Source: an optimization exercise on an open RTL-to-GDS flow (aim: small area). Production flows keep margins and buffers that such runs may drop.
Where RTL was checked, it was by simulation tests only, not by an equivalence proof against the original.
No functional check of the RTL was part of runs 1 to 4.
No activity file was given, so power comes from the tool's default toggle rates.

`flow/design.v`:
```
module treadle_law (
    input  wire               clk,
    input  wire               rst,       
    input  wire               sample,    
    input  wire               first,     
    input  wire               bias,      
    input  wire signed [31:0] r,
    input  wire signed [31:0] y,
    input  wire signed [23:0] kp,
    input  wire signed [23:0] ki,
    input  wire signed [23:0] kd,
    input  wire signed [23:0] kf,
    input  wire        [4:0]  shift,
    input  wire        [15:0] u0,
    input  wire        [15:0] umin,
    input  wire        [15:0] umax,
    output reg         [15:0] u,
    output reg                upd,       
    output reg                sat,
    output reg                hold
);
    localparam HW = 51;           
    reg        [47:0] integ;      
    reg        [31:0] y_q;        
    reg        [31:0] yp_q;       
    reg               dyz;        
    reg        [31:0] r_q;
    reg        [31:0] x_q;        
    reg        [71:0] chain;      
    reg        [23:0] ki_q;       
    reg      [HW-1:0] h;          
    reg               ovf;        
    reg               ovf_s;      
    reg        [15:0] u0_q;       
    reg        [15:0] umin_q, umax_q;
    reg        [4:0]  skip;       
    reg               dly;        
    reg               iz;         
    reg               sh0;        
    reg        [3:0]  ncol;       
    reg               bias_q;
    reg               started;
    reg               busy;
    reg        [6:0]  cnt;
    reg        [1:0]  ph;         
    reg               cy;         
    reg               unz;        
    wire first_eff = first | ~started;
    wire [71:0] chain_ld;
    genvar gj;
    generate
        for (gj = 0; gj < 12; gj = gj + 1) begin : g_ld
            assign chain_ld[2*((3*gj+14)%36) +: 2] = kp[2*gj +: 2];
            assign chain_ld[2*((3*gj+15)%36) +: 2] = kd[2*gj +: 2];
            assign chain_ld[2*((3*gj+16)%36) +: 2] = kf[2*gj +: 2];
        end
    endgenerate
    reg horner;                   
    reg v_last;                   
    reg in_s;                     
    reg s_first;                  
    reg in_fl;                    
    reg preload;                  
    reg satchk;                   
    wire lsb = (in_s & ph == 2'd2) | in_fl;
    wire sel_dy = in_s && ph == 2'd0;     
    wire sel_r  = in_s && ph == 2'd1;     
    wire [31:0] pa = sel_dy ? y_q : r_q;
    wire [31:0] pb = sel_r ? 32'd0 : ((sel_dy & ~dyz) ? yp_q : y_q);
    wire [32:0] pd;
    tl_cia #(.N(33), .B1(11), .B2(22)) u_sub (
        .a({pa[31], pa}), .b(~{pb[31], pb}), .ci(1'b1), .s(pd), .co());
    wire        p_ovh = ~sel_r & ~pd[32] & pd[31];
    wire        p_ovl = ~sel_r & pd[32] & (~pd[31] | ~|pd[30:0]);
    wire [31:0] px = p_ovh ? 32'h7FFFFFFF :
                     p_ovl ? 32'h80000001 : pd[31:0];
    wire b2 = horner ? ki_q[23] : chain[1];
    wire b1 = horner ? ki_q[22] : chain[0];
    wire b0 = horner ? (ki_q[21] & ~v_last) : (chain[67] & ~s_first);
    wire bz = in_fl | ~(horner | in_s) | (horner & cnt[6] & hold & iz);
    wire b_one = ~bz & (b1 ^ b0);
    wire b_two = ~bz & ((b2 & ~b1 & ~b0) | (~b2 & b1 & b0));
    wire b_neg = ~bz & b2;
    wire [33:0] xs  = {{2{x_q[31]}}, x_q};
    wire [33:0] mag = b_one ? xs : (b_two ? {xs[32:0], 1'b0} : 34'd0);
    wire [33:0] tt  = mag ^ {34{b_neg}};
    wire [HW-1:0] opa = horner ? {h[HW-3:0], integ[23:22] & {2{~iz}}} : h;
    wire [33:0] sum_lo;
    wire        c34;
    tl_cia #(.N(34), .B1(12), .B2(23)) u_add (
        .a(opa[33:0]), .b(tt), .ci(b_neg), .s(sum_lo), .co(c34));
    localparam UW = HW - 34;
    wire          up_inc = c34 & ~tt[33];
    wire          up_dec = ~c34 & tt[33];
    wire [UW-1:0] up_one, up_zero;
    assign up_one[0]  = 1'b1;
    assign up_zero[0] = 1'b1;
    genvar gk;
    generate
        for (gk = 1; gk < UW; gk = gk + 1) begin : g_up
            assign up_one[gk]  = up_one[gk-1] & opa[33+gk];
            assign up_zero[gk] = up_zero[gk-1] & ~opa[33+gk];
        end
    endgenerate
    wire [UW-1:0] sum_hi = opa[HW-1:34] ^
                           (({UW{up_inc}} & up_one) | ({UW{up_dec}} & up_zero));
    wire [HW-1:0] sum = {sum_hi, sum_lo};
    wire          v_min = (&h[HW-1:47]) & ~|h[46:0];    
    wire          h_ovf = ~(&h[HW-1:47]) & (|h[HW-1:47]);
    wire          satv  = ovf | h_ovf | v_min;
    wire          sgn   = ovf ? ovf_s : h[HW-1];
    wire [HW-1:0] satc  = sgn ? {{(HW-47){1'b1}}, 46'd0, 1'b1}
                              : {{(HW-47){1'b0}}, {47{1'b1}}};
    wire [HW-1:0] ld    = preload ? ({{(HW-24){integ[47]}}, integ[47:24]} & {HW{~iz}}) : satc;
    wire          load  = preload | (satchk & satv);
    wire [1:0]  sp   = sh0 ? {sum[0], dly} : sum[1:0];
    wire        col  = (skip == 5'd0) & (ncol != 4'd8);
    wire        upp  = (ncol == 4'd8);
    wire [2:0]  ssum = {1'b0, sp} + (col ? {1'b0, u0_q[1:0]} : 3'd0) + {2'b0, cy};
    wire        h_z  = ~|h[8:0] & ~(sh0 & dly);
    wire        h_m1 = &h[8:0] & (~sh0 | dly);
    wire        top_zero = (h_z & ~cy) | (h_m1 & cy);
    wire        top_neg  = h[8] & ~(h_m1 & cy);
    wire [15:0] w        = u0_q;
    wire        vbig     = ~top_neg & (~top_zero | unz);
    wire        w_gt_max, w_lt_min;
    tl_gt #(.N(16)) u_gt (.a(w), .b(umax_q), .gt(w_gt_max));
    tl_gt #(.N(16)) u_lt (.a(umin_q), .b(w), .gt(w_lt_min));
    wire        v_hi     = vbig | (~top_neg & w_gt_max);
    wire        v_lo     = top_neg | (~vbig & w_lt_min);
    wire        cutoff   = bias_q & ($signed(y_q) > 32'sd35000);
    wire        e_pos    = ~x_q[31] & |x_q;
    wire        e_neg    = x_q[31];
    always @(posedge clk) begin
        x_q   <= px;
        ki_q  <= {ki_q[21:0], ki_q[23:22]};
        chain <= {chain[1:0], chain[71:2]};
        ph    <= (ph == 2'd2) ? 2'd0 : ph + 2'd1;
        horner  <= busy & ((cnt >= 7'd1 && cnt <= 7'd12) | (cnt >= 7'd73 && cnt <= 7'd84));
        v_last  <= busy & ((cnt == 7'd12) | (cnt == 7'd84));
        in_s    <= busy & (cnt >= 7'd14 && cnt <= 7'd49);
        s_first <= busy & (cnt >= 7'd14 && cnt <= 7'd16);
        in_fl   <= busy & (cnt >= 7'd50 && cnt <= 7'd61);
        preload <= busy & (cnt == 7'd72);
        satchk  <= busy & ((cnt == 7'd13) | (cnt == 7'd85));
        cnt   <= cnt + 7'd1;
        upd   <= 1'b0;
        if (load)
            h <= ld;
        else if (lsb)
            h <= {{2{sum[HW-1]}}, sum[HW-1:2]};
        else
            h <= sum;
        if (preload)
            ovf <= 1'b0;
        else if ((horner | satchk) & h_ovf & ~ovf) begin
            ovf   <= 1'b1;
            ovf_s <= h[HW-1];
        end
        if (rst) begin
            busy    <= 1'b0;
            horner  <= 1'b0;
            in_s    <= 1'b0;
            in_fl   <= 1'b0;
            preload <= 1'b0;
            satchk  <= 1'b0;
            started <= 1'b0;
            u       <= 16'd0;
            sat     <= 1'b0;
            hold    <= 1'b0;
        end else if (sample && !busy) begin
            busy    <= 1'b1;
            started <= 1'b1;
            cnt     <= 7'd1;
            preload <= 1'b1;
            ph      <= 2'd1;
            ncol    <= 4'd0;
            cy      <= 1'b0;
            unz     <= 1'b0;
            r_q     <= r;
            y_q     <= y;
            yp_q    <= y_q;
            dyz     <= first_eff;
            iz      <= first_eff;
            ki_q    <= {ki[1:0], ki[23:2]};
            chain   <= chain_ld;
            u0_q    <= u0;
            dly     <= 1'b0;
            umin_q  <= umin;
            umax_q  <= umax;
            skip    <= {1'b0, shift[4:1]} + {4'd0, shift[0]};
            sh0     <= shift[0];
            bias_q  <= bias;
        end else if (busy) begin
            if (horner)
                integ[23:0] <= {integ[21:0], integ[23:22]};
            if (cnt == 7'd87 && (!hold || iz))
                integ <= h[47:0];
            if (lsb) begin
                dly <= sum[1];
                if (skip != 5'd0)
                    skip <= skip - 5'd1;
                else
                    cy <= ssum[2];
                if (col) begin
                    u0_q <= {ssum[1:0], u0_q[15:2]};
                    ncol <= ncol + 4'd1;
                end
                if (upp)
                    unz <= unz | ssum[1] | ssum[0];
            end
            if (cnt == 7'd63) begin
                upd <= 1'b1;
                if (cutoff) begin
                    u    <= 16'd0;
                    sat  <= 1'b1;
                    hold <= e_pos;
                end else if (v_hi) begin
                    u    <= umax_q;
                    sat  <= 1'b1;
                    hold <= e_pos;
                end else if (v_lo) begin
                    u    <= umin_q;
                    sat  <= 1'b1;
                    hold <= e_neg;
                end else begin
                    u    <= w;
                    sat  <= 1'b0;
                    hold <= 1'b0;
                end
            end
            if (cnt == 7'd87)
                busy <= 1'b0;
        end
    end
endmodule
module tl_cia #(parameter N = 34, parameter B1 = 12, parameter B2 = 23) (
    input  wire [N-1:0] a,
    input  wire [N-1:0] b,
    input  wire         ci,
    output wire [N-1:0] s,
    output wire         co
);
    wire [N:0]   c;
    wire [N-1:0] s0;
    wire [N-1:0] pre;     
    genvar i;
    generate
        for (i = 0; i < N; i = i + 1) begin : g
            wire cin = (i == 0) ? ci : ((i == B1 || i == B2) ? 1'b0 : c[i]);
            assign s0[i]  = a[i] ^ b[i] ^ cin;
            assign c[i+1] = (a[i] & b[i]) | (a[i] & cin) | (b[i] & cin);
            if (i == B1 || i == B2 || i == 0)
                assign pre[i] = 1'b1;
            else
                assign pre[i] = pre[i-1] & s0[i-1];
        end
    endgenerate
    wire cb1 = c[B1];
    wire p1  = pre[B2-1] & s0[B2-1];
    wire cb2 = c[B2] | (p1 & cb1);
    wire p2  = pre[N-1] & s0[N-1];
    assign co = c[N] | (p2 & cb2);
    generate
        for (i = 0; i < N; i = i + 1) begin : g2
            if (i < B1)
                assign s[i] = s0[i];
            else if (i < B2)
                assign s[i] = s0[i] ^ (cb1 & pre[i]);
            else
                assign s[i] = s0[i] ^ (cb2 & pre[i]);
        end
    endgenerate
endmodule
module tl_gt #(parameter N = 16) (
    input  wire [N-1:0] a,
    input  wire [N-1:0] b,
    output wire         gt
);
    wire [N:0] g;
    assign g[0] = 1'b0;
    genvar i;
    generate
        for (i = 0; i < N; i = i + 1) begin : g_c
            assign g[i+1] = (a[i] & ~b[i]) | (~(a[i] ^ b[i]) & g[i]);
        end
    endgenerate
    assign gt = g[N];
endmodule
```
`flow/flow/run.sh`:
```
#!/bin/bash
# Standard layout, with buf_1 cells as the port buffers.
set -euo pipefail
bash standard.sh 'BUFFER_PORTS_ARGS=-buffer_cell sky130_fd_sc_hd__buf_1' finish > standard_make.log 2>&1
```
`flow/standard.sh`:
```
#!/bin/bash
# synth_recipe.tcl (not shown) runs the flow's synth.tcl, then flattens the netlist and writes it again
# the make line also repeats each setting of config.mk as NAME=value (left out here)
make -C /OpenROAD-flow-scripts/flow DESIGN_CONFIG=/design/flow/config.mk WORK_HOME=/design/flow/orfs CLKGATE_MAP_FILE= SYNTH_SCRIPT=/design/flow/synth_recipe.tcl "${@:-finish}"
```
`flow/config.mk`:
```
export PLATFORM = sky130hd
export DESIGN_NAME = treadle_law
export DESIGN_NICKNAME = treadle_law
export VERILOG_FILES = /design/flow/design.v
export SDC_FILE = /design/flow/constraint.sdc
export NUM_CORES = 4
export LEC_CHECK = 0
export CAP_MARGIN = 20
export CORE_MARGIN = 2
export CORE_UTILIZATION = 70
export CTS_BUF_LIST = sky130_fd_sc_hd__clkbuf_16
export CTS_CLUSTER_DIAMETER = 100
export CTS_CLUSTER_SIZE = 30
export PLACE_DENSITY = 0.8
export SLEW_MARGIN = 20
```
`flow/constraint.sdc`:
```
create_clock -name core_clock -period 10.0 [get_ports {clk}]
set_input_delay 2.0000 -clock core_clock [delete_from_list [all_inputs] [get_ports {clk}]]
set_output_delay 2.0000 -clock core_clock [all_outputs]
set_load 0.01 [all_outputs]
```
==> results of run 1 <==
-- power by group through the flow --
stage	registers [mW]	clock network, mW	logic, mW
2_1_floorplan	2.35	0	1.67
3_3_place_gp	2.48	0	2.02
3_5_place_dp	2.49	0	2.09
4_1_cts	2.45	0.916	2.11
5_1_grt	2.49	0.968	2.38
6_report	2.46	0.904	2.14
-- Yosys cell counts (all sizes together) (5+ instances only) --
cell type and n:
nand2 558, dfxtp 217, edfxtp 208, a21oi 127, clkbuf 99, nor2 94
mux2i 81, o21ai 79, fa 62, mux2 61, inv 59, nand3 54
ha 50, xnor2 48, xor2 39, nor4 32, nor3 31, a211oi 22
o221ai 21, buf 20, a31oi 19, nand4 18, nand2b 15, and2 14
nand3b 11, nor2b 10, o211ai 9, a21o 7, nand4b 7, o21a 6
and4 5, nor3b 5, o2111ai 5, or2 5, or3 5
-- through the flow --
stage	instance area [um^2]	util (%)	setup WS [ps]	cells	setup TNS, ps
floorplan	21500	-	800.5	2170	0
global placement	22680	74.54	829.2	2708	0
detailed placement	22690	74.58	513.2	2709	0
CTS	23240	76.37	423.4	2739	0
global route	23290	76.54	-5.569	2743	-5.569
finish	23290	76.54	413.1	2743	0
-- per-layer routing --
| metal | routed length [um] | up-vias | track usage (%) |
|---|---|---|---|
| met5 | 0 | - | 0 |
| met3 | 3331 | 116 | 3.859 |
| met4 | 2039 | 0 | 11.22 |
| li1 | - | 7902 | - |
| met1 | 21130 | 7899 | 41.94 |
| met2 | 24570 | 670 | 51.31 |
-- worst min-delay path by stage --
stage | from | end
final | chain[11]$_DFF_P_ | chain[9]$_DFF_P_
after global routing | chain[11]$_DFF_P_ | chain[9]$_DFF_P_
after global placement | chain[21]$_DFF_P_ | chain[19]$_DFF_P_
after detailed placement | chain[33]$_DFF_P_ | chain[31]$_DFF_P_
after CTS | chain[11]$_DFF_P_ | chain[9]$_DFF_P_
after floorplan | chain[2]$_DFF_P_ | chain[0]$_DFF_P_
-- logic make-up (layout without fill, tap and decap cells) --
group                    count (synthesis)  after routing  share of synthesized area [%]
AND/OR/NAND/NOR                        881            881                          18.15
flip-flops                             425            425                          49.26
multiplexers                           143            143                          7.088
buffers and inverters                  178            354                          3.236
XOR/XNOR                                87             87                          3.544
AO/OA/AOI/OAI                          344            344                          10.04
adder cells (fa/ha/maj)                112            112                          8.682
other                                    0              1                              0
-- area by class of cell --
type	count	area share, %
sequential	425	45.48
clock inverter	12	0.4136
inverter	59	0.9831
multi-input combinational	1567	44.24
tap	396	2.127
timing repair buffer	265	4.803
antenna	1	0.01074
clock buffer	18	1.934
-- worst max-delay path: cells and delay by family (launching register included) --
family          cells  cell delay (ps)
xor+xnor            2              420
flops               1              370
simple gates       10             2300
fa+ha+maj          10             4060
buf+inv             4              990
compound gates      6             1310
-- what timing repair did --
item	CTS	global route
resized for setup	0	2
setup endpoints to repair	0	5
buffers inserted	0	2
-- registers in the layout, summed over array words and instances (netlist names), 2 cells and up --
register and cells:
cnt 7, umax_q 16, umin_q 16, u 16, skip 5, x_q 32
chain 72, integ 48, y_q 32, u0_q 16, yp_q 32, ncol 4
h 51, ph 2, ki_q 24, r_q 32
==> summary.txt, run 1 <==
Pwr:
- The power density normalized to cell area is 236.4 nW/um^2.
- The part of the power in registers is 44.7%.
- For this design the total switching power over the nets is 2.096 mW.
- Summed over all cells, the static leakage comes to 8.982 nW.
- The clock network is responsible for 16.4% of the overall power.
- The internal cell power is 3.409 mW.
- Net switching is 38.07% of the power.
- The worst-case vdd ir drop is 0.1585 mV.
- The post-layout total power is 5.505 mW.
- Of the total power, combinational logic draws 38.9%.

STA:
- The max-slew violation count came to 0.
- The total count of hold-check failures in the final report is 0.
- The clock tree skew after final layout is 27.91 ps.
- Headroom to the max-slew limit came out at 27.10%.
- The worst path uses 95.87% of the clock period.
- Hold is met by 427.3 ps.
- The final setup violation count is 0.
- After layout, the minimum clock period comes to 9587 ps.
- The slew of the pin with the lowest slew margin is 1093 ps.
- The timing-limited maximum frequency is 104.3 MHz.

Layout:
- From synthesis to final layout, the design area changed by 8.328%.
- After filler insertion, the fill cell instance count of the layout stands at 2149.
- The sequential cells in the finished layout cover a total of 10590 um^2.
- In the layout the commonest cells are nand2_1, buf_1, dfxtp_1, edfxtp_1, a21oi_1.
- The library cell used most frequently in the layout, excluding fill and tap cells, is nand2_1.
- The area used by multi-input combinational logic is 10300 um^2.
- The number of nets in the finished design is 2666.
- In the final layout, the share of cells above drive strength 1 is 6.436%.

GRT:
- Entering global routing, the biggest net connects 145 pins.
- The number of antenna violations at the first check in global routing is 1.
- The overall track demand over capacity in global routing is 30.91%.
- The wire length of the first global-routing pass is 78370 um.
- The via count of the first global-routing pass came to 15.17k.
- For this run the aggregate overflow at the end of global routing stands at 0.

Floorplanning:
- The initial standard-cell utilization of the core is 70.66%.
- The number of standard-cell rows in the floorplan is 64.
- The area of the core region is 30430 um^2.
- The count of boundary I/O pins is 237.
- In this run the horizontal extent of the chip is 179.3 um.
- The chip height is 179.3 um.
- The floorplan step defined a die boundary enclosing 32130 um^2.

Yosys:
- The synthesized area per cell is 9.908 um^2.
- In this run, synthesis inferred 208 flip-flops with an integrated enable.
- By area the synthesized netlist is led by edfxtp_1, dfxtp_1, nand2_1, fa_1, mux2i_1.
- The fraction of post-synthesis cell area in the top cell type by area is 29.05%.
- The most instantiated flip-flop cell in the synthesis netlist is dfxtp_1.
- The synthesized design contains 425 register bits.
- The cell area that synthesis handed to floorplanning was 21500 um^2.
- For this run, the number of Yosys warnings is 1.
- For this run, asynchronously set or reset flops after synthesis account for 0%.
- Synthesis handed over a netlist of 2170 instances.
- The number of nets produced by synthesis is 2500.
- The number of distinct library cells after synthesis is 81.
- The sequential cell area fraction in the yosys report is 49.26%.
- Summed over all instances, the cell type with the most area after synthesis is edfxtp_1.

Setup path:
- The cell count of the worst reg-to-reg path is 32.
- The minimum setup slack among reg-to-reg paths is 410 ps.
- The cell that appears most often on the critical path is fa_1.
- In this run the critical register-to-register path is launched from horner$_SDFF_PP0_.
- The worst setup path endpoint is h[49]$_DFF_P_.
- The kind of capture point of the worst setup path is a flip-flop.
- The slowest stage cell on the critical path is fa_1.
- In this run the critical register-to-register path is captured at h[49]$_DFF_P_.
- The required time of the worst setup path is 10410 ps.
- In this run the worst setup path begins at horner$_SDFF_PP0_.
- The largest fanout on the critical path is 30.
- The critical path arrival is 9990 ps.
- STA classifies the critical path startpoint as a flip-flop.
- The critical path start-end classification is flip-flop to flip-flop.
- The largest single stage delay on the critical path is 570 ps.

Run:
- The count of max-cap constraint violations is 0.

Worst hold path:
- In this run the worst hold path is classified as flip-flop to flip-flop.
- The worst hold path was traced through 2 stages.

Route:
- The first-iteration detailed-routing DRC count is 1507.
- After detailed routing, the number of remaining DRC violations is 0.
- Dividing the detail-routed wire length by the instance count gives 18.62 um.
- In the routed layout, each cell is associated on average with a via count of 6.047.
- The count of vias placed by the detailed router is 16.59k.
- The count of nets left with antenna violations once routing finished came out at 0.
- The iteration count of the initial detailed-routing pass is 7.
- The total wire length is 51070 um.

Placement:
- The number of I/O port buffers is 236.
- The placed wire-length estimate is 36450 um.
- The final weighted congestion in routability-driven placement is 0.9079.

Clocking:
- TritonCTS built the clock tree.
- For this design, the CTS-stage hold fixing added 0 buffers.
- In this run the number of H-tree levels came out at 1.
- Clock-pin slew was measured on the worst setup and hold paths at 120 ps.
- The maximum count of clock buffers along a single path is 3.
- The clock root buffer master is clkbuf_16.
- The CTS buffer count is 18.
- The clock reaches the later pin of the worst-skew pair after 550 ps.
- The tree built by TritonCTS fans out to 425 sinks.

Outcome:
- The flow ran to the end and the layout has no timing, DRC or antenna violations.
==> run 2: changes to the inputs <==
--- a/flow/config.mk
+++ b/flow/config.mk
@@ -10,5 +10,5 @@
 export CORE_UTILIZATION = 70
-export CTS_BUF_LIST = sky130_fd_sc_hd__clkbuf_16
-export CTS_CLUSTER_DIAMETER = 100
-export CTS_CLUSTER_SIZE = 30
+export CTS_BUF_LIST = sky130_fd_sc_hd__clkbuf_8
+export CTS_CLUSTER_DIAMETER = 80
+export CTS_CLUSTER_SIZE = 16
 export PLACE_DENSITY = 0.8
==> summary.txt, run 2 <==
Outcome:
- The flow ran to the end and the layout has no timing, DRC or antenna violations.

Placement:
- The number of I/O port buffers is 236 (unchanged).
- The final weighted congestion in routability-driven placement is 0.9079 (unchanged).
- The total cell area at the placement stage is 22690 um^2 (unchanged).
- The minimum setup slack after placement is 513.2 ps (unchanged).
- The placed wire-length estimate came to 36450 um (unchanged).

Run:
- The count of max-cap constraint violations came to 0 (unchanged).

Layout:
- In the layout the commonest cells are nand2_1, buf_1, dfxtp_1, edfxtp_1, a21oi_1.
- The area growth from synthesis to layout is 8.339% (about the same).
- The area of all placed cells without fillers is 23290 um^2 (about the same).
- Leaving out fill and tap cells, the most frequent cell in the layout is nand2_1.
- The number of nets in the finished design is 2679 (+0.49%).
- The flip-flop count of the largest register after layout was 72 (unchanged).
- The most flop-heavy register is chain.
- The fraction of layout instances using a drive strength above 1 was 6.835% (+0.40 points).
- In the final layout, the registers with the most flip-flops are chain x72, h x51, integ x48.

Floorplanning:
- The initial standard-cell utilization of the core is 70.66% (unchanged).
- The width of the chip is 179.3 um (unchanged).
- The count of boundary I/O pins is 237 (unchanged).
- The chip height is 179.3 um (unchanged).
- The overall die area is 32130 um^2 (unchanged).
- The number of standard-cell rows in the floorplan is 64 (unchanged).
- The area of the core region came to 30430 um^2 (unchanged).

STA:
- The max-slew violation count is 0 (unchanged).
- The worst slew slack as a fraction of its limit came to 28.44% (+1.3 points).
- The smallest setup slack after layout came to 486.1 ps (+73.06 ps).
- The final setup violation count was 0 (unchanged).
- The final worst hold slack was 423.6 ps (-3.710 ps).
- The clock tree skew after final layout is 25.71 ps (-2.200 ps).
- The clock period minus final worst setup slack is 9514 ps (-73.06 ps).
- The slew of the pin with the lowest slew margin was 1073 ps (-20.09 ps).
- The final period utilization is 95.14% (-0.73 points).
- The total count of hold-check failures in the final report is 0 (unchanged).
- The timing-limited maximum frequency is 105.1 MHz (+0.77%).

Worst hold path:
- The class of the tightest hold or removal check is flip-flop to flip-flop.
- The source of the worst hold timing path is chain[11]$_DFF_P_.

Yosys:
- The synthesized area per cell is 9.908 um^2 (unchanged).
- The most numerous cell in the Yosys netlist is nand2_1.
- The number of enable flip-flop cells after synthesis is 208 (unchanged).
- The synthesized netlist cell count was 2170 (unchanged).
- The post-synthesis cell area is 21500 um^2 (unchanged).
- The commonest cells after synthesis are nand2_1, dfxtp_1, edfxtp_1.
- edfxtp_1 takes more of the synthesized area than any other cell.
- For this run, the leading register cell type out of synthesis is dfxtp_1.
- The fraction of post-synthesis cell area in the top cell type by area is 29.05% (unchanged).
- The sequential cell area fraction in the yosys report came to 49.26% (unchanged).
- The number of distinct library cells after synthesis is 81 (unchanged).
- The number of warnings issued by yosys was 1 (unchanged).
- By area the synthesized netlist is led by edfxtp_1, dfxtp_1, nand2_1, fa_1, mux2i_1.
- The fraction of registers with async set/reset is 0% (unchanged).
- The post-synthesis register bit count came to 425 (unchanged).
- The number of nets produced by synthesis is 2500 (unchanged).

Setup path:
- The slowest stage cell on the critical path is fa_1.
- The kind of capture point of the worst setup path is a flip-flop.
- By instance count, the cell type seen most on the critical path is fa_1.
- The required time of the worst setup path is 10520 ps (+110 ps).
- The largest fanout on the critical path was 30 (unchanged).
- The worst stage delay on the critical path is 570 ps (about the same).
- In this run the worst setup path begins at horner$_SDFF_PP0_.
- The start of the worst register-to-register path is horner$_SDFF_PP0_.
- The critical path in this run is classified as flip-flop to flip-flop.
- The worst setup path is launched from a flip-flop.
- The critical path arrival came to 10040 ps (+50 ps).

Pwr:
- The worst-case vdd ir drop is 0.1492 mV (-5.9%).
- The power density normalized to cell area is 233.3 nW/um^2 (-1.3%).
- The leakage power came to 9.042 nW (+0.66%).

Route:
- The iteration count of the initial detailed-routing pass is 7 (unchanged).
- The total wire length is 50950 um (-0.25%).
- The number of remaining DRC errors is 0 (unchanged).
- The count of vias placed by the detailed router came to 16.55k (-0.22%).
- The first-iteration detailed-routing DRC count is 1510 (+0.20%).
- The post-detailed-route count of antenna-violating nets was 0 (unchanged).
- The detailed-route wire length per cell is 18.41 um (-1.1%).
- The detailed-route vias per instance is 5.981 (-1.1%).

GRT:
- The via count of the first global-routing pass is 15.26k (+0.53%).
- The wire length of the first global-routing pass was 78240 um (-0.17%).
- The overall overflow remaining after global route is 0 (unchanged).
- The maximum number of pins on one net before global-route repair is 145 (unchanged).
- The overall track demand over capacity in global routing is 30.82% (-0.096 points).
- The number of antenna violations at the first check in global routing came to 1 (unchanged).

Clocking:
- The clock network latency to the later pin of the worst-skew pair is 660 ps (+110 ps).
- The H-tree depth reported by CTS came to 1 (unchanged).
- The quantity of hold-fixing buffers added after cts was 0 (unchanged).
- In this run the clock root is driven by a clkbuf_8.
- The TritonCTS clock tree is done.
- The clock input transition at the sequential cells of the worst setup and hold paths is 110 ps (about the same).
- The maximum count of clock buffers along a single path came to 3 (unchanged).
- The CTS buffer count was 30 (+12).
- The number of sinks on the clock net is 425 (unchanged).
run 2: cell counts after synthesis:
No cell type changed its count.
run 2: kinds of logic after synthesis:
family	share of synthesized area [%]
and+or+nand+nor	18.15
AOI/OAI and AO/OA	10.04
buffers and inverters	3.236
xor gates and xnor gates	3.544
muxes	7.088
DFF	49.26
adders and majority gates	8.682
run 2: final timing paths:
path | cells after the start | slack [ps] | to
max | 32 | 490 | h[49]$_DFF_P_
min | 2 | 420 | chain[9]$_DFF_P_
max reg2reg | 32 | 490 | h[49]$_DFF_P_
min reg2reg | 2 | 420 | chain[9]$_DFF_P_
run 2: metrics by stage:
step                      utilization [%]  setup TNS (ps)  power [mW]  std cells
after global placement              74.54               0       4.498       2708
final                               76.55               0       5.433       2767
after global routing                76.55          -10.11       5.771       2767
after floorplan                         -               0       4.013       2170
after CTS                           76.27               0       5.396       2762
after detailed placement            74.58               0       4.576       2709
run 2: report_power, final:
group	switching, mW	internal [mW]	total (mW)
clock network	0.550	0.282	0.833
logic	1.25	0.896	2.14
registers	0.308	2.15	2.46
total	2.11	3.33	5.43
run 2: per-layer routing:
metal	up-vias	track usage (%)	wire, um
met3	118	4.580	3480
met5	-	0	0
met2	662	50.64	24460
met4	0	11.63	2046
li1	7934	-	-
met1	7836	41.59	20960
run 2: worst max-delay path, delay by kind of cell (launching register included):
family,cells,cell delay [ps]
compound gates,6,1290
xor+xnor,2,420
fa+ha+maj,10,4030
buf+inv,4,970
flops,1,370
simple gates,10,2250
run 2: area by class of cell:
class	count	area, um^2
Fill cell	2162	7136
Tap cell	396	495.5
Timing Repair Buffer	266	1146
Sequential cell	425	10590
Clock inverter	23	101.3
Multi-Input combinational cell	1567	10310
Clock buffer	30	412.9
Antenna cell	1	2.502
Inverter	59	229.0
run 2: repair_timing:
action,4_1_cts,5_1_grt
setup endpoints to repair,0,5
gates resized for setup,0,3
setup buffers,0,2
==> run 3: changes to the inputs <==
--- a/flow/design.v
+++ b/flow/design.v
@@ -25,3 +25,2 @@
     reg        [31:0] yp_q;       
-    reg               dyz;        
     reg        [31:0] r_q;
@@ -67,4 +66,4 @@
     wire sel_r  = in_s && ph == 2'd1;     
-    wire [31:0] pa = sel_dy ? y_q : r_q;
-    wire [31:0] pb = sel_r ? 32'd0 : ((sel_dy & ~dyz) ? yp_q : y_q);
+    wire [31:0] pa = sel_dy ? yp_q : r_q;
+    wire [31:0] pb = sel_r ? 32'd0 : y_q;
     wire [32:0] pd;
@@ -79,6 +78,7 @@
     wire b0 = horner ? (ki_q[21] & ~v_last) : (chain[67] & ~s_first);
-    wire bz = in_fl | ~(horner | in_s) | (horner & cnt[6] & hold & iz);
+    wire dyc = in_s & (ph == 2'd1);       
+    wire bz = in_fl | ~(horner | in_s) | (horner & cnt[6] & hold & iz) | (dyc & iz);
     wire b_one = ~bz & (b1 ^ b0);
     wire b_two = ~bz & ((b2 & ~b1 & ~b0) | (~b2 & b1 & b0));
-    wire b_neg = ~bz & b2;
+    wire b_neg = ~bz & (b2 ^ dyc);
     wire [33:0] xs  = {{2{x_q[31]}}, x_q};
@@ -182,3 +182,2 @@
             yp_q    <= y_q;
-            dyz     <= first_eff;
             iz      <= first_eff;
--- a/flow/config.mk
+++ b/flow/config.mk
@@ -9,7 +9,7 @@
 export CORE_MARGIN = 2
-export CORE_UTILIZATION = 70
+export CORE_UTILIZATION = 75
 export CTS_BUF_LIST = sky130_fd_sc_hd__clkbuf_8
-export CTS_CLUSTER_DIAMETER = 80
-export CTS_CLUSTER_SIZE = 16
-export PLACE_DENSITY = 0.8
+export CTS_CLUSTER_DIAMETER = 70
+export CTS_CLUSTER_SIZE = 14
+export PLACE_DENSITY = 0.85
 export SLEW_MARGIN = 20
==> summary.txt, run 3 <==
Route:
- The number of remaining DRC errors came to 0 (unchanged).
- The total wire length is 49590 um (-2.7%).
- The post-detailed-route count of antenna-violating nets was 0 (unchanged).
- The count of vias placed by the detailed router is 16.04k (-3.1%).
- The iteration count of the initial detailed-routing pass came to 6 (-1).
- The first-iteration detailed-routing DRC count was 1407 (-6.8%).
- The detailed-route wire length per cell is 18.96 um (+3.0%).
- The detailed-route vias per instance came to 6.133 (+2.5%).

STA:
- The final setup violation count was 0 (unchanged).
- The summed negative setup slack over all endpoints is 0 ps (unchanged).
- The max-slew violation count is 0 (unchanged).
- The worst slew slack as a fraction of its limit was 29.21% (+0.77 points).
- The slew of the pin with the lowest slew margin is 1062 ps (-11.49 ps).
- The total count of hold-check failures in the final report was 0 (unchanged).
- The clock period minus final worst setup slack is 9534 ps (+20.52 ps).
- The final period utilization was 95.34% (+0.21 points).
- Setup repair after global routing left no endpoint under its margin.
- The timing-limited maximum frequency was 104.9 MHz (-0.22%).
- The final worst hold slack was 421.2 ps (-2.463 ps).
- The clock tree skew after final layout is 40.12 ps (+14.41 ps).

GRT:
- The wire length of the first global-routing pass is 78590 um (+0.45%).
- The overall overflow remaining after global route was 0 (unchanged).
- The maximum number of pins on one net before global-route repair is 142 (-2.1%).
- The number of antenna violations at the first check in global routing came to 1 (unchanged).
- The via count of the first global-routing pass is 15.43k (+1.2%).
- The overall track demand over capacity in global routing was 33.76% (+2.9 points).

Yosys:
- The synthesized-area fraction occupied by xor and xnor cells is 3.367% (-0.18 points).
- By count the netlist is led by nand2_1, dfxtp_1, edfxtp_1.
- The fraction of registers with async set/reset came to 0% (unchanged).
- The synthesized design spends more area on one cell type than any other, namely edfxtp_1.
- The multiplexer area fraction after synthesis is 7.226% (+0.14 points).
- The number of warnings issued by yosys is 1 (unchanged).
- The synthesized netlist cell count is 2027 (-6.6%).
- The synthesized area per cell is 10.40 um^2 (+4.9%).
- The most numerous cell in the Yosys netlist is nand2_1.
- The simple-gate share of the synthesized area is 16.31% (-1.8 points).
- The post-synthesis cell area is 21070 um^2 (-2.0%).
- The share of the synthesized area in compound gates (AO/OA/AOI/OAI) is 10.60% (+0.55 points).
- The post-synthesis register bit count is 425 (unchanged).
- For this run, the leading register cell type out of synthesis is dfxtp_1.
- The adder-cell share of the synthesized area is 8.906% (+0.22 points).
- By area the synthesized netlist is led by edfxtp_1, dfxtp_1, nand2_1, fa_1, mux2i_1.
- The number of distinct library cells after synthesis is 80 (-1.2%).
- The number of nets produced by synthesis was 2357 (-5.7%).
- The fraction of post-synthesis cell area in the top cell type by area is 29.64% (+0.59 points).
- The sequential cell area fraction in the yosys report is 50.26% (+1.0 points).
- The number of enable flip-flop cells after synthesis is 208 (unchanged).
- After synthesis, the largest family of logic cells by area is simple AND/OR/NAND/NOR gates.

Placement:
- The final weighted congestion in routability-driven placement is 0.9378 (+3.3%).
- The number of I/O port buffers came to 236 (unchanged).
- The placed wire-length estimate came to 35200 um (-3.4%).
- The cell count after placement is 2552 (-5.8%).

Clocking:
- The H-tree depth reported by CTS is 2 (+1).
- The quantity of hold-fixing buffers added after cts is 0 (unchanged).
- The CTS buffer count is 36 (+20%).
- Clock tree synthesis selected as its root buffer the cell clkbuf_8.
- The post-cts gate resize count is 0 (unchanged).
- TritonCTS built the clock tree.
- The clock input transition at the sequential cells of the worst setup and hold paths is 90 ps (-20 ps).
- The number of buffers inserted by post-CTS setup repair is 0 (unchanged).
- The clock network latency to the later pin of the worst-skew pair came to 580 ps (-80 ps).
- The maximum count of clock buffers along a single path is 3 (unchanged).
- The number of sinks on the clock net came to 425 (unchanged).

Pwr:
- The worst-case vdd ir drop came to 0.2226 mV (+49%).
- The part of the power in registers is 45.2% (about the same).
- The post-layout total power was 5.400 mW (-0.62%).
- The leakage power is 8.672 nW (-4.1%).
- The fraction of power consumed by combinational cells is 37.7% (-1.7 points).
- The internal cell power is 3.346 mW (+0.55%).
- The proportion of total power due to net switching is 38.04% (-0.72 points).
- The power density normalized to cell area came to 235.9 nW/um^2 (+1.2%).
- The net switching power is 2.054 mW (-2.5%).
- The proportion of power drawn by the clock network is 17.1% (+1.8 points).

Floorplanning:
- The overall die area was 29450 um^2 (-8.3%).
- The number of standard-cell rows in the floorplan is 61 (-4.7%).
- The count of boundary I/O pins is 237 (unchanged).
- The chip height was 171.6 um (-4.3%).
- The width of the chip is 171.6 um (-4.3%).
- The area of the core region came to 27710 um^2 (-9.0%).
- The initial standard-cell utilization of the core is 76.06% (+5.4 points).

Layout:
- The count of antenna diodes in the layout came to 0 (-1).
- The flip-flop and latch area is 10590 um^2 (unchanged).
- The area used by multi-input combinational logic is 9891 um^2 (-4.1%).
- The area growth from synthesis to layout is 8.603%.
- The fraction of layout instances using a drive strength above 1 is 7.060% (+0.22 points).
- The number of nets in the finished design was 2544 (-5.0%).
- The share of the core filled with cells in the final layout is 82.60% (+6.1 points).
- Counting flops per register, the top entry is chain.
- The top cell types in the final layout, fill and taps aside, are nand2_1, buf_1, dfxtp_1, edfxtp_1, a21oi_1.
- The total of fill cells in the finished design is 1660 (-23%).
- The largest registers in the layout are chain x72, h x51, integ x48.
- The flip-flop count of the largest register after layout is 72 (unchanged).
- The library cell used most frequently in the layout, excluding fill and tap cells, is nand2_1.
- The count of non-filler cells in the finished layout is 2616 (-5.5%).

Worst hold path:
- In this run the worst hold path is classified as flip-flop to flip-flop.

Run:
- The count of max-cap constraint violations is 0 (unchanged).

Setup path:
- The most common cell type on the critical path is fa_1.
- The kind of capture point of the worst setup path is a flip-flop.
- The critical path start-end classification is flip-flop to flip-flop.
- The critical path arrival came to 9990 ps (-50 ps).
- The worst stage delay on the critical path is 560 ps (about the same).
- The required time of the worst setup path came to 10450 ps (-70 ps).
- The slowest stage of the critical path is the o41a_4 cell.
- The largest fanout on the critical path is 8 (-73%).
- The family with the most delay on the worst path is adder cells.
- The total buffers and inverters traversed by the critical path is 1 (-3).
- The worst setup path is launched from a flip-flop.

Outcome:
- The flow ran to the end and the layout has no timing, DRC or antenna violations.
-- run 3: area by class of cell --
cell class                      count  share of cell area (%)
Sequential cell                   425                   46.29
Multi-Input combinational cell   1433                   43.22
Timing Repair Buffer              256                   4.625
Clock buffer                       37                   2.225
Tap cell                          378                   2.067
Inverter                           62                   1.072
Clock inverter                     25                  0.5030
-- run 3: tightest hold or removal path: stages, from the launching register on --
cell and delay, ps:
dfxtp_1 300, nand2_1 40, nand2_1 40
-- run 3: power by group through the flow --
stage	Sequential [mW]	Combinational [mW]	Clock, mW
6_report	2.44	2.03	0.924
5_1_grt	2.47	2.26	1.00
4_1_cts	2.43	2.00	0.933
3_5_place_dp	2.47	1.98	0
3_3_place_gp	2.46	1.90	0
2_1_floorplan	2.34	1.59	0
-- run 3: logic make-up after synthesis --
| group | count (synthesis) |
|---|---|
| simple gates | 748 |
| buf+inv | 169 |
| flops | 425 |
| compound gates | 347 |
| xor+xnor | 81 |
| fa+ha+maj | 113 |
| mux | 144 |
-- run 3: through the flow --
stage	cell area, um^2	setup slack, ps
after floorplan	21070	826.0
after global placement	22200	619.4
after detailed placement	22210	385.3
after CTS	22830	408.9
after global routing	22890	8.447
final	22890	465.6
-- run 3: worst paths after layout --
path / startpoint / slack [ps] / endpoint / cells after the start
max: horner$_SDFF_PP0_ / 470 / h[48]$_DFF_P_ / 30
max reg2reg: horner$_SDFF_PP0_ / 470 / h[48]$_DFF_P_ / 30
min reg2reg: chain[39]$_DFF_P_ / 420 / chain[37]$_DFF_P_ / 2
min: chain[39]$_DFF_P_ / 420 / chain[37]$_DFF_P_ / 2
-- run 3: layer usage --
layer	routed length, um	vias to the layer above	track usage, %
met5	0	-	0
met4	1924	0	12.68
met3	3934	155	5.752
met2	23720	771	55.11
met1	20010	7556	45.63
li1	-	7562	-
==> run 4: changes to the inputs <==
--- a/flow/config.mk
+++ b/flow/config.mk
@@ -9,7 +9,7 @@
 export CORE_MARGIN = 2
-export CORE_UTILIZATION = 75
-export CTS_BUF_LIST = sky130_fd_sc_hd__clkbuf_8
-export CTS_CLUSTER_DIAMETER = 70
-export CTS_CLUSTER_SIZE = 14
-export PLACE_DENSITY = 0.85
+export CORE_UTILIZATION = 80
+export CTS_BUF_LIST = sky130_fd_sc_hd__clkbuf_16
+export CTS_CLUSTER_DIAMETER = 80
+export CTS_CLUSTER_SIZE = 24
+export PLACE_DENSITY = 0.9
 export SLEW_MARGIN = 20
==> summary.txt, run 4 <==
Outcome:
- The flow ran to the end and the layout has no timing, DRC or antenna violations.

Yosys:
- The number of distinct library cells after synthesis is 80 (unchanged).
- The post-synthesis cell area came to 21070 um^2 (unchanged).
- The post-synthesis register bit count is 425 (unchanged).
- The number of warnings issued by yosys is 1 (unchanged).
- Among all flip-flop cells after synthesis, the most frequent one is dfxtp_1.
- The number of enable flip-flop cells after synthesis was 208 (unchanged).
- The fraction of registers with async set/reset is 0% (unchanged).
- The synthesized netlist cell count is 2027 (unchanged).
- The sequential cell area fraction in the yosys report came to 50.26% (unchanged).
- The synthesized area per cell came to 10.40 um^2 (unchanged).
- The number of nets produced by synthesis is 2357 (unchanged).
- The most numerous cell in the Yosys netlist is nand2_1.
- The most area-hungry cell type in the Yosys netlist is edfxtp_1.
- Yosys attributes the largest share of cell area to edfxtp_1, dfxtp_1, nand2_1, fa_1, mux2i_1.
- The fraction of post-synthesis cell area in the top cell type by area is 29.64% (unchanged).
- Counting instances in the post-synthesis netlist gives the leading cell types as nand2_1, dfxtp_1, edfxtp_1.

STA:
- The smallest setup slack after layout is 393.5 ps (-72.08 ps).
- The worst slew slack as a fraction of its limit is 29.27% (+0.060 points).
- The max-slew violation count is 0 (unchanged).
- Setup repair after global routing left no endpoint under its margin.
- The final period utilization is 96.06% (+0.72 points).
- The timing-limited maximum frequency was 104.1 MHz (-0.75%).
- The clock period minus final worst setup slack came to 9606 ps (+72.07 ps).
- The clock tree skew after final layout is 23.36 ps (-16.76 ps).
- The slew of the pin with the lowest slew margin is 1061 ps (-0.8979 ps).
- The final worst hold slack is 425.4 ps (+4.211 ps).
- The total count of hold-check failures in the final report was 0 (unchanged).
- The summed negative setup slack over all endpoints is 0 ps (unchanged).
- The final setup violation count is 0 (unchanged).

Floorplanning:
- The initial standard-cell utilization of the core is 81.10% (+5.0 points).
- The number of standard-cell rows in the floorplan is 59 (-3.3%).
- The count of boundary I/O pins is 237 (unchanged).
- The area of the core region was 25980 um^2 (-6.2%).
- The width of the chip is 166.3 um (-3.1%).
- The chip height was 166.3 um (-3.1%).
- The overall die area is 27660 um^2 (-6.1%).

GRT:
- The overall overflow remaining after global route came to 0 (unchanged).
- The wire length of the first global-routing pass came to 84420 um (+7.4%).
- The maximum number of pins on one net before global-route repair was 145 (+2.1%).
- The number of antenna violations at the first check in global routing came to 0 (-1).
- The via count of the first global-routing pass was 16.58k (+7.4%).
- The overall track demand over capacity in global routing is 38.03% (+4.3 points).

Layout:
- The most common cell after layout, fill and taps aside is nand2_1.
- Compared with the post-synthesis result, the final layout area differs by 8.218%.
- More flip-flops sit in one register than any other, and that register is chain.
- The number of nets in the finished design is 2529 (-0.59%).
- The count of antenna diodes in the layout is 0 (unchanged).
- In the layout the commonest cells are nand2_1, buf_1, dfxtp_1, edfxtp_1, a21oi_1.
- The flip-flop count of the largest register after layout is 72 (unchanged).
- The count of non-filler cells in the finished layout was 2548 (-2.6%).
- The fraction of layout instances using a drive strength above 1 is 6.281% (-0.78 points).
- The largest registers in the layout are chain x72, h x51, integ x48.

Setup path:
- The largest fanout on the critical path is 71 (+63).
- The worst stage delay on the critical path was 800 ps (+240 ps).
- The cell count of the worst reg-to-reg path was 32 (+6.7%).
- The required time of the worst setup path is 10410 ps (-40 ps).
- STA classifies the critical path startpoint as a flip-flop.
- The total buffers and inverters traversed by the critical path is 5 (+4).
- The cell count along the critical path is 32 (+6.7%).
- The family with the most delay on the worst path is adder cells.
- For this design, the slowest cell found on the critical path is buf_4.
- The most common cell type on the critical path is fa_1.
- The critical path start-end classification is flip-flop to flip-flop.
- The worst setup path is captured at a flip-flop.
- The critical path arrival is 10010 ps (+20 ps).

Worst hold path:
- The class of the tightest hold or removal check is flip-flop to flip-flop.
- The cell count of the worst hold path was 2 (unchanged).

Route:
- The detailed-route wire length per cell is 21.33 um (+13%).
- The total wire length is 54340 um (+9.6%).
- The first-iteration detailed-routing DRC count is 2159 (+53%).
- The iteration count of the initial detailed-routing pass is 6 (unchanged).
- The count of vias placed by the detailed router was 16.86k (+5.1%).
- The detailed-route vias per instance was 6.615 (+7.9%).
- The post-detailed-route count of antenna-violating nets is 0 (unchanged).
- The number of remaining DRC errors is 0 (unchanged).

Clocking:
- The number of sinks on the clock net came to 425 (unchanged).
- The maximum count of clock buffers along a single path is 3 (unchanged).
- The quantity of hold-fixing buffers added after cts came to 0 (unchanged).
- The clock network latency to the later pin of the worst-skew pair is 560 ps (-20 ps).
- The clock input transition at the sequential cells of the worst setup and hold paths is 100 ps (about the same).
- The CTS buffer count was 21 (-42%).
- The H-tree depth reported by CTS was 1 (-1).
- The clock root buffer master is clkbuf_16.
- The TritonCTS clock tree is done.

Pwr:
- The post-layout total power is 5.481 mW (+1.5%).
- The leakage power is 8.613 nW (-0.68%).
- The worst-case vdd ir drop was 0.2529 mV (+14%).
- The power density normalized to cell area is 240.4 nW/um^2 (+1.9%).

Placement:
- The number of I/O port buffers came to 236 (unchanged).
- The placed wire-length estimate came to 37280 um (+5.9%).
- The minimum setup slack after placement was 371.5 ps (-13.81 ps).
- The cell count after placement is 2510 (-1.6%).
- The final weighted congestion in routability-driven placement came to 0.9060 (-3.4%).

Run:
- The count of max-cap constraint violations is 0 (unchanged).
-- run 4: repair_timing --
action,in CTS,in global routing
resized for setup,0,2
setup endpoints to repair,0,5
buffers inserted,0,0
-- run 4: kinds of logic (layout without fill, tap and decap cells) --
kind of cell	count (synthesis)	after routing	share of synthesized area, %
and+or+nand+nor	748	748	16.31
DFF	425	425	50.26
AOI/OAI and AO/OA	347	347	10.60
buffers and inverters	169	355	3.337
muxes	144	144	7.226
adders and majority gates	113	113	8.906
xor gates and xnor gates	81	81	3.367
-- run 4: worst min-delay path, cell delays in order (launching register included) --
cell and delay [ps]:
dfxtp_1 310, nand2_1 40, nand2_1 40
-- run 4: power by group --
| part | internal, mW | leakage (nW) | total [mW] | switching, mW |
|---|---|---|---|---|
| clock | 0.388 | 0.342 | 0.932 | 0.543 |
| combinational | 0.855 | 4.54 | 2.10 | 1.24 |
| sequential | 2.14 | 3.73 | 2.45 | 0.308 |
| total | 3.39 | 8.61 | 5.48 | 2.09 |
-- run 4: worst paths after layout --
check	from	to	slack, ps
max	horner$_SDFF_PP0_	h[46]$_DFF_P_	390
max reg2reg	horner$_SDFF_PP0_	h[46]$_DFF_P_	390
min	chain[71]$_DFF_P_	chain[69]$_DFF_P_	430
min reg2reg	chain[71]$_DFF_P_	chain[69]$_DFF_P_	430
-- run 4: cell type report --
type                    count  area (um^2)
clock buffers              21        525.5
clock inverters            16        70.07
fillers                  1262         3181
inverters                  62        245.2
multi-input cells        1433         9887
flip-flops and latches    425        10590
well taps                 335        419.2
repair buffers            256         1064
-- run 4: stage by stage --
stage | cell area, um^2 | utilization (%)
6_report | 22800 | 87.76
3_5_place_dp | 22170 | 85.31
3_3_place_gp | 22150 | 85.25
2_1_floorplan | 21070 | -
4_1_cts | 22760 | 87.60
5_1_grt | 22800 | 87.76
-- run 4: routing by layer --
layer	share of wire, %	vias to the layer above	GRT usage [%]
met3	9.8	247	6.411
met5	0	-	0
met4	5.6	0	18.89
li1	-	7513	-
met1	36	7958	48.05
met2	48	1137	64.15
==> run 5: changes to the inputs <==
--- a/flow/design.v
+++ b/flow/design.v
@@ -283,3 +283,4 @@
         for (i = 0; i < N; i = i + 1) begin : g_c
-            assign g[i+1] = (a[i] & ~b[i]) | (~(a[i] ^ b[i]) & g[i]);
+            wire nb = ~b[i];
+            assign g[i+1] = (a[i] & nb) | (a[i] & g[i]) | (nb & g[i]);
         end
--- a/flow/config.mk
+++ b/flow/config.mk
@@ -7,2 +7,3 @@
 export LEC_CHECK = 0
+export ABC_AREA = 1
 export CAP_MARGIN = 20
==> summary.txt, run 5 <==
Yosys:
- The synthesized area per cell is 8.625 um^2 (-17%).
- The sequential cell area fraction in the yosys report is 50.68% (+0.42 points).
- The post-synthesis cell area is 20900 um^2 (-0.83%).
- The fraction of registers with async set/reset is 0% (unchanged).
- The most used flip-flop cell after synthesis is dfxtp_1.
- The number of distinct library cells after synthesis is 52 (-35%).
- The most numerous cell in the Yosys netlist is nand2_1.
- The post-synthesis register bit count is 425 (unchanged).
- The fraction of post-synthesis cell area in the top cell type by area is 29.89% (+0.25 points).
- By count the netlist is led by nand2_1, inv_1, dfxtp_1.
- The number of warnings issued by yosys came to 1 (unchanged).
- The synthesized netlist cell count was 2423 (+20%).
- Sorting the synthesized cells by area gives the leading types as edfxtp_1, dfxtp_1, nand2_1, fa_1, inv_1.
- The number of enable flip-flop cells after synthesis is 208 (unchanged).
- The number of nets produced by synthesis is 2723 (+16%).
- edfxtp_1 takes more of the synthesized area than any other cell.

Clocking:
- The tree is rooted in a clkbuf_16.
- The clock network latency to the later pin of the worst-skew pair is 550 ps (about the same).
- The number of sinks on the clock net came to 425 (unchanged).
- The CTS buffer count is 21 (unchanged).
- The H-tree depth reported by CTS is 1 (unchanged).
- TritonCTS built the clock tree.
- The clock input transition at the sequential cells of the worst setup and hold paths is 90 ps (about the same).
- The maximum count of clock buffers along a single path is 3 (unchanged).
- The quantity of hold-fixing buffers added after cts is 0 (unchanged).

Layout:
- The fraction of layout instances using a drive strength above 1 is 4.361% (-1.9 points).
- The flip-flop count of the largest register after layout is 72 (unchanged).
- The area of all placed cells without fillers was 22650 um^2 (-0.66%).
- The library cell used most frequently in the layout, excluding fill and tap cells, is nand2_1.
- The count of non-filler cells in the finished layout was 2950 (+16%).
- The share of the core filled with cells in the final layout is 87.68% (about the same).
- In the final layout, the registers with the most flip-flops are chain x72, h x51, integ x48.
- The area used by multi-input combinational logic is 8826 um^2 (-11%).
- The total of fill cells in the finished design is 1320 (+4.6%).
- The most flop-heavy register is chain.
- From synthesis to final layout, the design area changed by 8.400%.
- The flip-flop and latch area is 10590 um^2 (unchanged).
- The library cells used most frequently in the layout, excluding fill and tap cells, are nand2_1, inv_1, buf_1, dfxtp_1, edfxtp_1.
- The number of nets in the finished design is 2900 (+15%).

Outcome:
- The run finished with no timing, DRC or antenna violations.

Route:
- The count of vias placed by the detailed router came to 17.70k (+5.0%).
- The number of remaining DRC errors is 0 (unchanged).
- The post-detailed-route count of antenna-violating nets came to 0 (unchanged).
- The iteration count of the initial detailed-routing pass was 7 (+1).
- The detailed-route vias per instance is 6.000 (-9.3%).
- The total wire length is 52270 um (-3.8%).
- The first-iteration detailed-routing DRC count was 2792 (+29%).
- The detailed-route wire length per cell is 17.72 um (-17%).

Setup path:
- The critical path arrival is 9900 ps (-110 ps).
- The minimum setup slack among reg-to-reg paths is 520 ps (+130 ps).
- On the critical path, the stage with the largest delay is an instance of fa_1.
- The kind of capture point of the worst setup path is a flip-flop.
- The startpoint identified for the worst register-to-register timing path is ph[0]$_DFF_P_.
- The critical path startpoint is ph[0]$_DFF_P_.
- The most common cell type on the critical path is nand2_1.
- The critical path is of the flip-flop to flip-flop type.
- STA classifies the critical path startpoint as a flip-flop.
- The worst stage delay on the critical path is 440 ps (-360 ps).
- The largest fanout on the critical path is 12 (-83%).
- The cell count of the worst reg-to-reg path is 56 (+75%).
- The required time of the worst setup path is 10420 ps (about the same).

Floorplanning:
- The initial standard-cell utilization of the core came to 80.88% (-0.21 points).
- The chip height is 165.6 um (-0.41%).
- The overall die area is 27430 um^2 (-0.82%).
- The area of the core region is 25840 um^2 (-0.57%).
- The count of boundary I/O pins is 237 (unchanged).
- The number of standard-cell rows in the floorplan is 59 (unchanged).
- The width of the chip was 165.6 um (-0.41%).

Worst hold path:
- The source of the worst hold timing path is chain[26]$_DFF_P_.
- The path class of the tightest hold or removal check is flip-flop to flip-flop.
- The cell count of the worst hold path came to 2 (unchanged).

GRT:
- The overall track demand over capacity in global routing is 36.77% (-1.3 points).
- The via count of the first global-routing pass came to 16.79k (+1.3%).
- The number of antenna violations at the first check in global routing is 1 (+1).
- The wire length of the first global-routing pass is 82250 um (-2.6%).
- The maximum number of pins on one net before global-route repair came to 233 (+61%).
- The overall overflow remaining after global route is 0 (unchanged).

Pwr:
- The power density normalized to cell area came to 244.3 nW/um^2 (+1.7%).
- The leakage power came to 10.00 nW (+16%).
- The worst-case vdd ir drop is 0.2562 mV (+1.3%).

STA:
- The timing-limited maximum frequency is 105.5 MHz (+1.3%).
- The clock period minus final worst setup slack came to 9479 ps (-127.1 ps).
- The summed negative setup slack over all endpoints is 0 ps (unchanged).
- The total count of hold-check failures in the final report was 0 (unchanged).
- The final setup violation count is 0 (unchanged).
- The max-slew violation count was 0 (unchanged).
- The slew of the pin with the lowest slew margin is 1176 ps (+114.6 ps).
- The worst slew slack as a fraction of its limit was 21.63% (-7.6 points).
- The final worst hold slack was 424.1 ps (-1.276 ps).
- The final period utilization is 94.79% (-1.3 points).
- The clock tree skew after final layout was 23.03 ps (-0.3265 ps).

Placement:
- The final weighted congestion in routability-driven placement was 0.9758 (+7.7%).
- The number of I/O port buffers is 236 (unchanged).
- The placed wire-length estimate was 36880 um (-1.1%).
- The cell count after placement came to 2908 (+16%).
- The total cell area at the placement stage is 21950 um^2 (-0.99%).

Run:
- The count of max-cap constraint violations came to 0 (unchanged).
-- run 5: changes by cell type in the layout (fill, tap and decap cells not counted), moves of 32 or more --
cell | previous run | this run
nand3_1 | 24 | 106
mux2_2 | 61 | 18
inv_1 | 74 | 303
a22oi_1 | 38 | 2
xnor2_1 | 40 | 8
mux2i_1 | 82 | 14
nand2_1 | 433 | 750
o22ai_1 | 5 | 51
o21ai_0 | 74 | 162
-- run 5: layout make-up --
cell class | instances | share of cell area, %
Multi-Input combinational cell | 1595 | 38.96
Sequential cell | 425 | 46.77
Clock buffer | 21 | 2.320
Clock inverter | 16 | 0.3093
Tap cell | 335 | 1.850
Inverter | 300 | 4.988
Antenna cell | 1 | 0.01105
Timing Repair Buffer | 257 | 4.794
-- run 5: worst paths after layout --
check	end
setup / recovery	h[48]$_DFF_P_
hold / removal	chain[24]$_DFF_P_
setup reg to reg	h[48]$_DFF_P_
hold reg to reg	chain[24]$_DFF_P_
-- run 5: what timing repair did --
action	4_1_cts	5_1_grt
endpoints found under the setup margin	0	8
buffers inserted	0	3
resized for setup	0	14
-- run 5: worst max-delay path: cells and delay by family, from the launching register on --
kind            cells  cell delay [ps]
fa+ha+maj          12             4400
simple gates       33             3490
compound gates      3              400
flops               1              330
xor+xnor            1              150
buf+inv             7              580
-- run 5: cells by family after synthesis --
group                      count (synthesis)  share of synthesized area (%)
xor gates and xnor gates                  67                          2.808
buffers and inverters                    403                          7.472
adders and majority gates                 82                          7.137
and+or+nand+nor                         1069                          21.13
DFF                                      425                          50.68
AOI/OAI and AO/OA                        345                          9.137
muxes                                     32                          1.640
-- run 5: where the power goes --
group	internal [mW]	switching, mW	total (mW)
registers	2.16	0.195	2.36
logic	0.805	1.46	2.26
clock network	0.388	0.530	0.919
total	3.35	2.18	5.53
-- run 5: per-stage QoR --
stage               setup slack [ps]  total power, mW
CTS                            336.3            5.440
detailed placement             394.6            4.527
global placement               891.5            4.398
global route                  -5.166            5.903
floorplan                       1319            3.990
finish                         520.6            5.535
-- run 5: per-layer routing --
layer / up-vias / track usage (%) / part of all wire [%]
met5: - / 0 / 0
met4: 0 / 15.61 / 4.7
met3: 222 / 4.946 / 9.7
met2: 1187 / 62.31 / 49
met1: 8074 / 48.18 / 37
li1: 8218 / - / -
==> run 6: changes to the inputs <==
--- a/flow/config.mk
+++ b/flow/config.mk
@@ -7,3 +7,2 @@
 export LEC_CHECK = 0
-export ABC_AREA = 1
 export CAP_MARGIN = 20
==> summary.txt, run 6 <==
Outcome:
- The run finished with no timing, DRC or antenna violations.

STA:
- The max-slew violation count is 0 (unchanged).
- The total count of hold-check failures in the final report was 0 (unchanged).
- The final period utilization is 96.76% (+2.0 points).
- The clock tree skew after final layout is 11.03 ps (-12.00 ps).
- The worst slew slack as a fraction of its limit is 26.48% (+4.9 points).
- The slew of the pin with the lowest slew margin is 1100 ps (-75.15 ps).
- The smallest setup slack after layout is 323.7 ps (-196.9 ps).
- The final setup violation count is 0 (unchanged).
- The clock period minus final worst setup slack was 9676 ps (+196.9 ps).
- The summed negative setup slack over all endpoints is 0 ps (unchanged).
- The timing-limited maximum frequency is 103.3 MHz (-2.0%).

Clocking:
- The clock network latency to the later pin of the worst-skew pair is 550 ps (about the same).
- The CTS buffer count is 21 (unchanged).
- The maximum count of clock buffers along a single path came to 3 (unchanged).
- TritonCTS built the clock tree.
- The number of sinks on the clock net is 425 (unchanged).
- The quantity of hold-fixing buffers added after cts is 0 (unchanged).
- The clock input transition at the sequential cells of the worst setup and hold paths is 90 ps (about the same).
- The H-tree depth reported by CTS is 1 (unchanged).
- The tree is rooted in a clkbuf_16.

Floorplanning:
- The area of the core region is 25330 um^2 (-2.0%).
- The initial standard-cell utilization of the core is 82.05% (+1.2 points).
- The number of standard-cell rows in the floorplan is 58 (-1.7%).
- The width of the chip is 165.2 um (-0.27%).
- The count of boundary I/O pins is 237 (unchanged).
- The overall die area was 27280 um^2 (-0.55%).
- The chip height is 165.2 um (-0.27%).

GRT:
- The wire length of the first global-routing pass came to 85280 um (+3.7%).
- The overall overflow remaining after global route is 0 (unchanged).
- The maximum number of pins on one net before global-route repair is 103 (-56%).
- The number of antenna violations at the first check in global routing is 0 (-1).
- The via count of the first global-routing pass is 16.36k (-2.6%).
- The overall track demand over capacity in global routing is 40.31% (+3.5 points).

Setup path:
- The slowest stage of the critical path is the a2111oi_4 cell.
- The required time of the worst setup path is 10420 ps (about the same).
- The worst stage delay on the critical path came to 520 ps (+80 ps).
- Counting stages on the worst path, the most repeated cell is fa_1.
- The worst setup path is captured at a flip-flop.
- The worst setup path is of the flip-flop to flip-flop kind.
- The critical path arrival came to 10090 ps (+190 ps).
- The category of the worst setup path launch point is a flip-flop.
- The largest fanout on the critical path was 8 (-4).

Worst hold path:
- The class of the tightest hold or removal check is flip-flop to flip-flop.

Yosys:
- The post-synthesis register bit count is 425 (unchanged).
- The fraction of post-synthesis cell area in the top cell type by area was 30.06% (+0.17 points).
- The most instantiated flip-flop cell in the synthesis netlist is dfxtp_1.
- The number of nets produced by synthesis was 2316 (-15%).
- The commonest cells after synthesis are nand2_1, dfxtp_1, edfxtp_1.
- The synthesized netlist cell count is 2016 (-17%).
- The post-synthesis cell area is 20780 um^2 (-0.56%).
- The synthesized area per cell came to 10.31 um^2 (+20%).
- By area the synthesized netlist is led by edfxtp_1, dfxtp_1, nand2_1, fa_1, mux2i_1.
- The fraction of registers with async set/reset is 0% (unchanged).
- The sequential cell area fraction in the yosys report is 50.96% (+0.29 points).
- The number of distinct library cells after synthesis was 75 (+44%).
- The most numerous cell in the Yosys netlist is nand2_1.
- The number of enable flip-flop cells after synthesis came to 208 (unchanged).
- The biggest area contributor in the post-synthesis netlist is edfxtp_1.
- The number of warnings issued by yosys was 1 (unchanged).

Route:
- The post-detailed-route count of antenna-violating nets is 0 (unchanged).
- The number of remaining DRC errors is 0 (unchanged).
- The first-iteration detailed-routing DRC count is 2559 (-8.3%).
- The detailed-route wire length per cell was 22.04 um (+24%).
- The iteration count of the initial detailed-routing pass is 9 (+2).
- The detailed-route vias per instance was 6.690 (+11%).
- The count of vias placed by the detailed router came to 16.96k (-4.2%).
- The total wire length is 55880 um (+6.9%).

Placement:
- The final weighted congestion in routability-driven placement was 0.9459 (-3.1%).
- The cell count after placement was 2497 (-14%).
- The number of I/O port buffers is 236 (unchanged).
- The minimum setup slack after placement is 210.5 ps (-184.1 ps).
- The placed wire-length estimate came to 36970 um (+0.24%).

Layout:
- The count of non-filler cells in the finished layout came to 2535 (-14%).
- The library cells used most frequently in the layout, excluding fill and tap cells, are nand2_1, buf_1, dfxtp_1, edfxtp_1, a21oi_1.
- The share of the core filled with cells in the final layout was 89.04% (+1.4 points).
- The count of antenna diodes in the layout is 0 (-1).
- The flip-flop count of the largest register after layout is 72 (unchanged).
- The area growth from synthesis to layout is 8.526%.
- The most common cell after layout, fill and taps aside is nand2_1.
- The fraction of layout instances using a drive strength above 1 came to 6.304% (+1.9 points).
- The number of nets in the finished design came to 2493 (-14%).
- The largest registers in the layout are chain x72, h x51, integ x48.
- The total of fill cells in the finished design was 1093 (-17%).
- More flip-flops sit in one register than any other, and that register is chain.

Pwr:
- The post-layout total power is 5.430 mW (-1.9%).
- The leakage power is 8.456 nW (-15%).
- The power density normalized to cell area is 240.8 nW/um^2 (-1.5%).
- The worst-case vdd ir drop is 0.2569 mV (+0.28%).

Run:
- The count of max-cap constraint violations came to 0 (unchanged).
[run 6: final cells by class]
| cell class | instances | area [um^2] | share of cell area [%] |
|---|---|---|---|
| flip-flops and latches | 425 | 10590 | 46.97 |
| multi-input cells | 1439 | 9661 | 42.84 |
| repair buffers | 258 | 1062 | 4.710 |
| clock buffers | 21 | 525.5 | 2.330 |
| well taps | 330 | 412.9 | 1.831 |
| inverters | 48 | 187.7 | 0.8322 |
| clock inverters | 14 | 110.1 | 0.4882 |
[run 6: timing repair]
item | 4_1_cts | 5_1_grt
setup endpoints to repair | 0 | 13
setup buffers | 0 | 3
resized for setup | 0 | 6
[run 6: metrics by stage]
step                      hold slack, ps  instance area [um^2]
after global placement             400.1                 21850
after global routing               443.4                 22550
final                              430.8                 22550
after CTS                          431.7                 22500
after detailed placement           409.8                 21870
after floorplan                    398.8                 20780
[run 6: kinds of logic after synthesis]
family | count (synthesis) | synth area share (%)
AO/OA/AOI/OAI | 353 | 10.83
multiplexers | 140 | 7.087
AND/OR/NAND/NOR | 770 | 16.97
XOR/XNOR | 88 | 3.709
adder cells (fa/ha/maj) | 88 | 7.466
buffers and inverters | 152 | 2.974
flip-flops | 425 | 50.96
[run 6: power breakdown]
part	switching [mW]	total, mW	internal [mW]	leakage [nW]
combinational	1.19	1.98	0.793	4.38
clock	0.540	0.978	0.438	0.350
sequential	0.324	2.47	2.15	3.73
[run 6: path summary, 6_finish.rpt]
path / start / cells after the start / endpoint / slack, ps
min reg2reg: ki_q[7]$_DFF_P_ / 2 / ki_q[9]$_DFF_P_ / 430
min: ki_q[7]$_DFF_P_ / 2 / ki_q[9]$_DFF_P_ / 430
max reg2reg: horner$_SDFF_PP0_ / 33 / h[49]$_DFF_P_ / 320
max: horner$_SDFF_PP0_ / 33 / h[49]$_DFF_P_ / 320
[run 6: layer usage]
layer / up-vias / global-route usage (%) / routed length (um)
met5: - / 0 / 0
met4: 0 / 18.06 / 2986
met3: 254 / 6.693 / 5332
met2: 1212 / 69.09 / 27630
met1: 8034 / 50.64 / 19930
li1: 7459 / - / -
[run 6: critical path: cells and delay by family, from the launching register on]
family	cells	cell delay, ps
XOR/XNOR	2	490
adder cells (fa/ha/maj)	12	4430
flip-flops	1	380
buffers and inverters	2	210
AND/OR/NAND/NOR	9	2370
AO/OA/AOI/OAI	7	1520
multiplexers	1	130

==> what the ideal ports hide <==
How much do the figures lean on ideal ports? The routed layouts below were timed once more, with nothing changed but the port constraints.
Step 1, drivers: a clkbuf_16 drives clk and a buf_2 each remaining input, both assumed.
Step 2 also shifts input and output timing later by t, the mid clock arrival at the registers, as if the neighbouring blocks saw the same clock.
a / b / c = no drivers / after step 1 / after step 2; a / b = the first two.
| run | t, ns | setup WS [ns] | pins driven straight from the clock port |
|---|---|---|---|
| run 1 | 0.590 | 0.413 / 0.413 / 0.413 | 1 |
| run 2 | 0.698 | 0.486 / 0.486 / 0.486 | 1 |
| run 3 | 0.611 | 0.466 / 0.466 / 0.466 | 1 |
| run 4 | 0.601 | 0.394 / 0.394 / 0.394 | 1 |
| run 5 | 0.583 | 0.521 / 0.521 / 0.521 | 1 |
| run 6 | 0.585 | 0.324 / 0.324 / 0.324 | 1 |
After both steps setup and hold are still met in every run listed.
